Source: an optimization exercise on an open RTL-to-GDS flow (aim: small area). Production flows keep margins and buffers that such runs may drop. Only simulation tests tie the RTL to the original design; equivalence was not proved.

Setup of before:
Design loop_engine, start of the top module:
module loop_engine (
    input  wire        clk,
    input  wire        rst_n,
    input  wire        cfg_we,
    input  wire [5:0]  cfg_addr,
    input  wire [15:0] cfg_wdata,
    input  wire        start,
    input  wire [19:0] vref,
    input  wire [19:0] vctl,
    input  wire [15:0] vin_sample,
    input  wire [15:0] ff_pred,
    input  wire [3:0]  n_active,
    input  wire        mem_dom,
    output wire        done,
    output wire [15:0] u_q,
    output wire [14:0] ipk,
    output wire [11:0] duty,
    output wire        sat_hi,
    output wire        sat_lo
);
Size: about 820 flip-flops, about 150 I/O pins, about 45,000 um^2 of cells after synthesis.
clock: 50.0 ns
lec_check: 0
abc_area: 1
cap_margin: 20
core_margin: 2
core_utilization: 70
cts_buf_list: sky130_fd_sc_hd__clkbuf_8
cts_cluster_diameter: 50
cts_cluster_size: 14
slew_margin: 20
standard.sh (not shown) runs the stock make flow with config.mk's settings and CLKGATE_MAP_FILE= SYNTH_SCRIPT=/design/flow/synth_recipe.tcl, a recipe that flattens the netlist after the stock synthesis.
==> flow/flow/run.sh <==
#!/bin/bash
# The standard layout (the standard.sh: standard synthesis, floorplan,
# placement, CTS, routing), with one change: the buffers that placement puts
# on every input and output port are the smallest buffer cell, buf_1,
# instead of the cell buffer_ports picks by default.
set -o pipefail
export BUFFER_PORTS_ARGS="-buffer_cell sky130_fd_sc_hd__buf_1"
bash standard.sh > standard.log 2>&1
before: PASS, flow complete, no timing, DRC or antenna violations
Inputs modified between before and after:
Settings: CAP_MARGIN now 5, was 20; CTS_CLUSTER_SIZE now 16, was 14; SLEW_MARGIN now 5, was 20; CORE_UTILIZATION now 60, was 70; CTS_CLUSTER_DIAMETER now 60, was 50.
Taking before as the reference point, the via count of after falls by 4.3%.
after leaves more setup margin than before.
Changes observed in after relative to before: fraction of the cycle the final worst path needs dropped 0.69 points; transition time at the pin with the least slew margin climbed 0.12 ns.
Final instance area delta (before -> after): insignificant
Delta(routed wire length, after - before) > 0
Proportion of cell area spent on the clock network, before and after, higher one = before.

========
loop_engine again, from the RTL that the note above started with.
Settings: LEC_CHECK=0, ABC_AREA=1, CAP_MARGIN=20, CORE_MARGIN=2, CORE_UTILIZATION=40, CTS_BUF_LIST=sky130_fd_sc_hd__clkbuf_8, CTS_CLUSTER_DIAMETER=50, CTS_CLUSTER_SIZE=12, SLEW_MARGIN=20; clock period 50.0 ns.
Scripts as last shown in full above: flow/flow/run.sh
Change:
- CORE_UTILIZATION: 40 -> 75
- CTS_CLUSTER_SIZE: 12 -> 14
=> Clock skew stays flat. Worst setup slack got worse by 0.018 ns. Cell area came out lower by a few percent. Via count is higher by a few percent. Synthesized cell count stays the same.
Change:
- CORE_UTILIZATION: 75 -> 60
- CTS_CLUSTER_DIAMETER: 50 -> 60
- CTS_CLUSTER_SIZE: 14 -> 16
After rerunning:
- The changed run completed without violations
- synthesized area stays the same
- die area rose by about 25%
- final area rose by about 0.5%
- worst hold slack is about the same
- via count fell by 5.0%
- synthesized cell count does not change
- register-to-register slack gets worse by 0.11 ns
- clock-buffer cell count fell by 3
- first-iteration DRC count fell by 19%
Change:
- GPL_TIMING_DRIVEN: not set -> 0
What happened: Synthesized area is unchanged. Critical path depth is lower by 2. Fmax shrinks by 1.2%.

========
Setup of try-xenon:
loop_engine, a different RTL version from the one above (not shown whole).
For scale: about 5,500 cells after synthesis, ~820 flip-flops, roughly 0.045 mm^2 of cells after synthesis.
export LEC_CHECK = 0
export ABC_AREA = 1
export CAP_MARGIN = 20
export CORE_MARGIN = 2
export CORE_UTILIZATION = 40
export CTS_BUF_LIST = sky130_fd_sc_hd__clkbuf_8
export CTS_CLUSTER_DIAMETER = 50
export CTS_CLUSTER_SIZE = 12
export SLEW_MARGIN = 20
create_clock -name core_clock -period 50.0 [get_ports {clk}]
run.sh (not shown) runs the stock make flow with config.mk's settings and CLKGATE_MAP_FILE= SYNTH_SCRIPT=/design/flow/synth_recipe.tcl, a recipe that flattens the netlist after the stock synthesis.
Stock flow here: none of the scripts above is used.
try-xenon: all stages complete, timing, DRC and antenna checks passed
Modified inputs, try-violet compared to try-xenon
==> flow/flow/run.sh (new file) <==
#!/bin/bash
# The standard layout (the standard.sh: standard synthesis, floorplan,
# placement, CTS, routing), with one change: the buffers that placement puts
# on every input and output port are the smallest buffer cell, buf_1,
# instead of the cell buffer_ports picks by default.
set -o pipefail
export BUFFER_PORTS_ARGS="-buffer_cell sky130_fd_sc_hd__buf_1"
bash standard.sh > standard.log 2>&1
==> flow/standard.sh (new file) <==
#!/bin/bash
# synth_recipe.tcl (not shown) runs the flow's synth.tcl, then flattens the netlist and writes it again
# the make line also repeats each setting of config.mk as NAME=value (left out here)
make -C /OpenROAD-flow-scripts/flow DESIGN_CONFIG=/design/flow/config.mk WORK_HOME=/design/flow/orfs CLKGATE_MAP_FILE= SYNTH_SCRIPT=/design/flow/synth_recipe.tcl "${@:-finish}"
removed: flow/run.sh
Findings:
- try-xenon → try-violet: pre-CTS setup slack shrank by 0.18 ns, clock period minus final worst setup slack rose 0.39 ns, cell count was more or less identical, max-slew violation count held steady.
Modified inputs, try-garnet compared to try-violet
# try-violet
export LEC_CHECK = 0
export ABC_AREA = 1
export CAP_MARGIN = 20
export CORE_MARGIN = 2
export CORE_UTILIZATION = 40
export CTS_BUF_LIST = sky130_fd_sc_hd__clkbuf_8
export CTS_CLUSTER_DIAMETER = 50
export CTS_CLUSTER_SIZE = 12
export SLEW_MARGIN = 20
create_clock -name core_clock -period 50.0 [get_ports {clk}]
# try-garnet
export LEC_CHECK = 0
export ABC_AREA = 1
export CAP_MARGIN = 20
export CORE_MARGIN = 2
export CORE_UTILIZATION = 40
export CTS_BUF_LIST = sky130_fd_sc_hd__clkbuf_16
export CTS_CLUSTER_DIAMETER = 60
export CTS_CLUSTER_SIZE = 20
export SLEW_MARGIN = 20
create_clock -name core_clock -period 50.0 [get_ports {clk}]
==> flow/run.sh (new file) <==
#!/bin/bash
# synth_recipe.tcl (not shown) runs the flow's synth.tcl, then flattens the netlist and writes it again
# the make line also repeats each setting of config.mk as NAME=value (left out here)
make -C /OpenROAD-flow-scripts/flow DESIGN_CONFIG=/design/flow/config.mk WORK_HOME=/design/flow/orfs CLKGATE_MAP_FILE= SYNTH_SCRIPT=/design/flow/synth_recipe.tcl finish
removed: flow/flow/run.sh
removed: flow/standard.sh
Findings:
- Per the comparison of try-garnet with try-violet, post-route cell area increased 3.0%, synthesis-to-layout area growth has increased, worst setup slack increased 0.40 ns, area after synthesis ~0 delta, fmax moved up.
- Transition at the pin with the smallest max-transition slack (lower): try-garnet
- Compared try-garnet vs try-violet, and met2 track demand over resource in global routing is up in try-garnet.

afterwards: timing with drivers on the ports:
How much do the figures lean on ideal ports? The routed layouts below were timed once more, with nothing changed but the port constraints.
Step 1 (the two cells are an assumption about what drives the block):
set clk [get_ports {clk}]
set_driving_cell -lib_cell sky130_fd_sc_hd__clkbuf_16 $clk
set_driving_cell -lib_cell sky130_fd_sc_hd__buf_2 [delete_from_list [all_inputs] $clk]
Step 2 adds t to the input delays and takes it off the output delays; t is the mean of the earliest and latest rising clock arrival at the registers after step 1. Input paths then give back, and output paths get back, about the clock's delay inside the block.
Three values: no drivers, after step 1, after step 2; two values: the first two.
| run | t, ns | slack for setup (ns) | hold WS [ns] |
|---|---|---|---|
| before | 0.772 | 13.843 / 13.843 / 13.843 | 0.363 / 0.363 / 0.363 |
| after | 0.771 | 14.189 / 14.189 / 14.189 | 0.358 / 0.358 / 0.358 |
| the first run of note 2 | 0.819 | 14.345 / 14.345 / 14.345 | 0.355 / 0.355 / 0.355 |
| the second run of note 2 | 0.781 | 14.327 / 14.327 / 14.327 | 0.362 / 0.362 / 0.362 |
| the third run of note 2 | 0.768 | 14.213 / 14.213 / 14.213 | 0.359 / 0.359 / 0.359 |
| the fourth run of note 2 | 0.776 | 13.794 / 13.794 / 13.794 | 0.362 / 0.362 / 0.362 |
| try-xenon | 0.821 | 19.079 / 19.079 / 19.079 | 0.360 / 0.360 / 0.360 |
| try-violet | 0.814 | 18.694 / 18.694 / 18.694 | 0.355 / 0.355 / 0.355 |
| try-garnet | 0.714 | 19.092 / 19.092 / 19.092 | 0.357 / 0.357 / 0.357 |
After both steps setup and hold are still met in every run listed.
